Source: an optimization exercise on an open RTL-to-GDS flow (aim: small area, a short achievable clock period and few clock cycles per item). Production flows keep margins and buffers that such runs may drop.
In this exercise RTL edits were held to simulation tests only and were not proved equivalent to the original.

==> flow/design.v (outline; a module is shown in full before it is edited, if it fits) <==
// module fl_comp: 8483 lines
module fl_comp (
    input  wire               clk,
    input  wire               rst,
    input  wire               in_valid,
    output wire               in_ready,
    input  wire               in_start,      
    input  wire               in_settle,     
    input  wire               in_forced,     
    input  wire               in_ff_en,      
    input  wire signed [23:0] in_p,          
    input  wire        [13:0] in_centre,     
    input  wire signed [8:0]  in_code,       
    input  wire signed [17:0] in_ffd,        
    input  wire signed [23:0] cfg_ki,
    input  wire signed [23:0] cfg_b0,
    input  wire signed [23:0] cfg_b1,
    input  wire signed [23:0] cfg_b2,
    input  wire signed [23:0] cfg_a1,
    input  wire signed [23:0] cfg_a2,
    input  wire        [3:0]  cfg_gsh,
    input  wire        [15:0] cfg_imin,
    input  wire        [15:0] cfg_imax,
    input  wire        [15:0] cfg_dmin,
    input  wire        [15:0] cfg_dmax,
    input  wire        [15:0] cfg_ipre,
    input  wire        [15:0] cfg_ffd_max,
    input  wire               cfg_ovr_int,
    output reg                out_valid,
    output reg         [15:0] out_d,
    output reg                out_dsat_hi,
    output reg                out_dsat_lo,
    output reg                out_hold,
    output reg  signed [17:0] out_x,
    output reg  signed [39:0] out_i
);
  // ...
==> flow/flow/run.sh <==
#!/bin/bash
# The standard layout (the standard.sh) with two changes in how it is made:
#  - Yosys's synth skips its early generic ABC pass (-noabc). The design's
#    carry-save trees are written out as full adders; that pass re-encodes
#    their polarity, so extract_fa then needs an inverter on many adder pins.
#    Registers are untouched; the final ABC mapping runs as usual.
#  - the port buffers are buf_2 cells instead of the default delay-buffer pick.
set -euo pipefail
export SYNTH_ARGS=-noabc
export BUFFER_PORTS_ARGS="-buffer_cell sky130_fd_sc_hd__buf_2"
bash standard.sh > standard_flow.log 2>&1
==> flow/standard.sh <==
#!/bin/bash
# synth_recipe.tcl (not shown) runs the flow's synth.tcl, then flattens the netlist and writes it again
# the make line also repeats each setting of config.mk as NAME=value (left out here)
make -C /OpenROAD-flow-scripts/flow DESIGN_CONFIG=/design/flow/config.mk WORK_HOME=/design/flow/orfs CLKGATE_MAP_FILE= SYNTH_SCRIPT=/design/flow/synth_recipe.tcl "${@:-finish}"
==> flow/config.mk <==
export PLATFORM = sky130hd
export DESIGN_NAME = fl_comp
export DESIGN_NICKNAME = fl_comp
export VERILOG_FILES = /design/flow/design.v
export SDC_FILE = /design/flow/constraint.sdc
export NUM_CORES = 4
export LEC_CHECK = 0
export ABC_AREA = 1
export CAP_MARGIN = 20
export CORE_MARGIN = 2
export CORE_UTILIZATION = 55
export SLEW_MARGIN = 20
==> flow/constraint.sdc <==
create_clock -name core_clock -period 45.0 [get_ports {clk}]
set_input_delay 9.0000 -clock core_clock [delete_from_list [all_inputs] [get_ports {clk}]]
set_output_delay 9.0000 -clock core_clock [all_outputs]
set_load 0.01 [all_outputs]
==> impl_metrics.py, run 1 <==
metrics = {
    "outcome": {
        "status": "complete, no violations",
    },
    "grt": {
        "grt.total_usage": 0.470,
        "grt_busiest_layer": "met2",
    },
    "cells_and_area": {
        "seq_share": 0.177,
        "area_growth_pct": 6.98,
        "nNonClkInverters": 1236,
        "dominant_cells": "multi-input combinational cells",
        "clockBufferCount": 131,
    },
    "critical_path": {
        "crit_buf_inv": 3,
        "start_kind": "input pin",
        "max_stage_delay_ns": 0.43,
        "rrSetupSlack_ns": 34.72,
        "end_kind": "flip-flop",
    },
    "floorplanning": {
        "die-width_um": 478,
    },
    "placed_design": {
        "port_buffers": 395,
        "gp_congestion": 1.10,
        "dp_slack_ns": 33.56,
    },
    "logic_synthesis": {
        "synth_ff_type": "dfxtp_1",
        "avgSynthCellArea_um2": 9.49,
    },
    "route": {
        "initialDrtViolationCount": 16874,
    },
    "sta": {
        "period_share": 0.236,
        "finalMaxSlewViolations": 0,
    },
    "clock_network": {
        "cts_buffer_depth": 3,
    },
    "hold_path": {
        "min_from": "s1_dmin[9]",
    },
}
Testbench counts, summed over its fixed seeds: cycles 12,143, items 12,000.
==> run 2: changes to the inputs <==
--- a/flow/design.v
+++ b/flow/design.v
@@ -51,17 +51,17 @@
     wire acc = in_valid & rdy_q & ~rst;
     wire [3:0] gdiff = (cfg_gsh > la_g) ? cfg_gsh - la_g : la_g - cfg_gsh;
     wire [3:0] cnt_d = rst ? 4'd0
                      : acc ? (in_start ? 4'd1 : gdiff)
                      : ((s0_cnt != 4'd0) ? s0_cnt - 4'd1 : 4'd0);
     always @(posedge clk) begin
         v0         <= acc;
         s0_cnt     <= cnt_d;
-        rdy_q      <= (cnt_d == 4'd0);
+        rdy_q      <= rst | (acc ? (~in_start & (cfg_gsh == la_g)) : (s0_cnt[3:1] == 3'd0));
         if (acc)
             la_g   <= cfg_gsh;
         s0_start   <= in_start;
         s0_settle  <= in_settle;
         s0_forced  <= in_forced;
         s0_ff_en   <= in_ff_en;
         s0_ovr_int <= cfg_ovr_int;
         s0_p       <= in_p;
==> flow/config.mk (replaced) <==
export PLATFORM = sky130hd
export DESIGN_NAME = fl_comp
export DESIGN_NICKNAME = fl_comp
export VERILOG_FILES = /design/flow/design.v
export SDC_FILE = /design/flow/constraint.sdc
export NUM_CORES = 4
export LEC_CHECK = 0
export ABC_AREA = 1
export CAP_MARGIN = 20
export CORE_MARGIN = 2
export CORE_UTILIZATION = 40
export SLEW_MARGIN = 45
==> run 2 against run 1 <==
Maximum frequency up 1.5%. Final cell count rose by 7.5%. Critical path depth down 10. First-iteration DRC count is 11% lower. Count of clock-buffer cells in the layout up 9. Sequential share of layout area fell by 0.28 points.
==> impl_metrics.py, run 2 <==
metrics = {
    "outcome": {
        "status": "complete, no violations",
    },
    "logic_synthesis": {
        "seq_area_frac_synth": 0.190,
        "ys_ff_latch": 937,
        "syn_area_um2": 123000,
        "synth_edf_count": 461,
        "synth_ff_type": "dfxtp_1",
        "async_flop_share": 0,
        "synth-simple-area-share": 0.0751,
        "synth_cells": 13017,
        "avgSynthCellArea_um2": 9.47,
        "synth.area.mux_share": 0.00586,
        "synth-xor-area-share": 0.145,
        "yosys_warnings": 1,
        "yosys-top-cells-count": "xor2_1 (2001), fa_1 (1868), o22ai_1 (1782), nand2_1 (1348), inv_1 (1018)",
        "synth_top_family_by_area": "adder cells",
        "synth_cell_types": 73,
        "synthAdderAreaFrac": 0.370,
        "yosysMostFrequentCell": "xor2_1",
        "synthTopCellsByArea": "fa_1 (30%), xor2_1 (14%), edfxtp_1 (11%)",
        "synth_top_area_frac": 0.303,
        "synth_area_leader_cell": "fa_1",
        "synth_compound_area_frac": 0.148,
    },
    "critical_path": {
        "cp_top_family": "flip-flops",
        "rrSetupSlack_ns": 34.58,
        "max_stage_delay_ns": 0.32,
        "cp_cell_sequence": "buf_2",
        "r2r-end": "i_q[39]",
        "cp_max_fo": 1,
        "end_kind": "primary output",
        "ff2ff_path_depth": 38,
        "required_ns": 36.00,
        "crit_buf_inv": 1,
        "regToRegStartpoint": "x1_q[13]",
        "start_kind": "flip-flop",
        "critPathKind": "flip-flop to primary output",
        "crit_arrival_ns": 1.47,
        "slowest_stage": "dfxtp_1",
    },
    "clock_network": {
        "cts.sinks": 937,
        "numCtsBuffers": 114,
        "htreeDepth": 3,
        "clock_latency_ns": 0.98,
        "ctsResizeCount": 0,
        "cts_tree": "done",
        "cts-root-buf": "clkbuf_16",
        "post_cts_buffers": 0,
        "clk_pin_slew_ns": 0.06,
        "cts_buffer_depth": 4,
        "hold_buffers": 0,
    },
    "sta": {
        "hold_viol_final": 0,
        "tightest_slew_ns": 0.945,
        "finalMaxSlewViolations": 0,
        "fin_setup_tns_ns": 0,
        "rsz0062_at_grt": "false",
        "period_needed_ns": 10.47,
        "period_share": 0.233,
        "finalClockSkew_ns": 0.124,
        "setup_viol_count_final": 0,
        "slew_headroom": 0.370,
        "fmax_mhz": 95.5,
    },
    "grt": {
        "grt_pass1_vias": 106169,
        "grt_pass1_wl_mm": 755,
        "grt.total_usage": 0.330,
        "grt-ovfl-total": 0,
        "grt_max_degree": 79,
        "antenna_found_initial": 39,
    },
    "floorplanning": {
        "die-width_um": 559,
        "rows": 203,
        "ioPinCount": 396,
        "die_h_um": 559,
        "core-area_um2": 306000,
        "start_util": 0.403,
        "die-area_um2": 313000,
    },
    "placed_design": {
        "hpwlAfterDp_mm": 377,
        "dp.cells": 16891,
        "placed_cell_area_um2": 130000,
        "port_buffers": 395,
        "gp_congestion": 1.04,
    },
    "route": {
        "viasPerCell": 6.23,
        "ant_nets": 0,
        "finalWirelength_mm": 529,
        "drc": 0,
        "wire_per_inst_um": 30.9,
        "initialDrtViolationCount": 14940,
        "dr.pass1.iters": 9,
        "vias": 106751,
    },
    "cells_and_area": {
        "top_register": "s1_bp",
        "fillers": 30001,
        "drive_gt1_frac": 0.0929,
        "nets": 15760,
        "area_growth_pct": 8.68,
        "final_cell_mix": "xor2_1 (1985), fa_1 (1868), o22ai_1 (1782), nand2_1 (1342), inv_1 (987)",
        "largest_reg_flops": 43,
        "final_area_um2": 134000,
        "final_cells": 17129,
        "final_common_cell": "xor2_1",
    },
    "hold_path": {
        "min_from": "s1_ffd[14]",
        "min_to": "s2_ffd[14]",
        "hp-class": "flip-flop to flip-flop",
        "whs_path_depth": 0,
    },
    "job": {
        "maxCapViolCount": 0,
    },
}
## run 2: changes by cell type after synthesis, moves of 26 or more
cell      change
nand3_1      +41
nor2_1       +28
a21oi_1      -43
a31oi_1      -30
inv_1        -26
o221ai_1     +27
nand2_1      +53
## run 2: cells by family after synthesis
family | count (synthesis)
compound gates | 3010
fa+ha+maj | 2528
simple gates | 2256
buf+inv | 2180
xor+xnor | 2037
flops | 937
mux | 67
other cells | 2
## run 2: how the worst max path moves through the flow
stage          slack [ns]  depth (start not counted)  startpoint        end
2_1_floorplan       34.57                          9  cfg_gsh[0]  s0_cnt[3]
3_3_place_gp        34.14                         10  cfg_gsh[0]  s0_cnt[3]
4_1_cts             34.51                          1   out_valid  out_valid
5_1_grt             34.01                         39    x1_q[13]    i_q[39]
6_report            34.53                          1   out_valid  out_valid
3_5_place_dp        34.15                         10  cfg_gsh[0]  s0_cnt[3]
## run 2: stage by stage
step	worst slack (ns)	utilization	hold slack, ns
final	34.53	0.438	0.339
after global placement	34.14	0.422	0.325
after global routing	34.01	0.437	0.344
after CTS	34.51	0.437	0.340
after detailed placement	34.15	0.424	0.327
after floorplan	34.57	-	0.310
## run 2: layout make-up
type                            instances  area (um^2)  area share
Tap cell                             4100         5130      0.0383
Antenna cell                           19         47.5    0.000355
Inverter                             1216         4600      0.0343
Sequential cell                       937        23400       0.174
Clock inverter                         71          815     0.00608
Multi-Input combinational cell       9918        92300       0.688
Clock buffer                          140         3140      0.0234
Timing Repair Buffer                  728         4670      0.0348
## run 2: layer usage
layer	track usage	up-vias	wire length [um]
met3	0.145	2129	79400
met5	0.00549	-	582
met2	0.461	8236	212000
met4	0.202	26	41000
met1	0.415	52536	196000
li1	-	43824	-
Testbench counts of run 2, summed over its fixed seeds: cycles 12,143, items 12,000.

-- separate check: timing with driven ports --
The results above use ideal ports. As a check the final layouts listed here were re-extracted and re-timed, cells and wires unchanged.
Step 1, drivers: a clkbuf_16 drives clk and a buf_2 each remaining input, both assumed.
Step 2 also shifts input and output timing later by t, the mid clock arrival at the registers, as if the neighbouring blocks saw the same clock.
Slacks: ideal ports / drivers / drivers and shift; pairs: ideal ports / drivers.
run | shift t [ns] | setup slack, ns | hold WS [ns] | latest minus earliest clock arrival (ns) | worst register clock-pin slew, ns
run 1 | 0.923 | 34.368 / 34.447 / 33.523 | 0.284 / 0.284 / 0.284 | 0.097 / 0.097 | 0.08 / 0.08
run 2 | 1.022 | 34.526 / 34.427 / 34.198 | 0.339 / 0.339 / 0.339 | 0.134 / 0.133 | 0.08 / 0.08
After both steps every run listed still meets setup and hold. The setup slack of run 1, which loses most, moves by +0.079 ns with the drivers and by -0.845 ns with both steps.
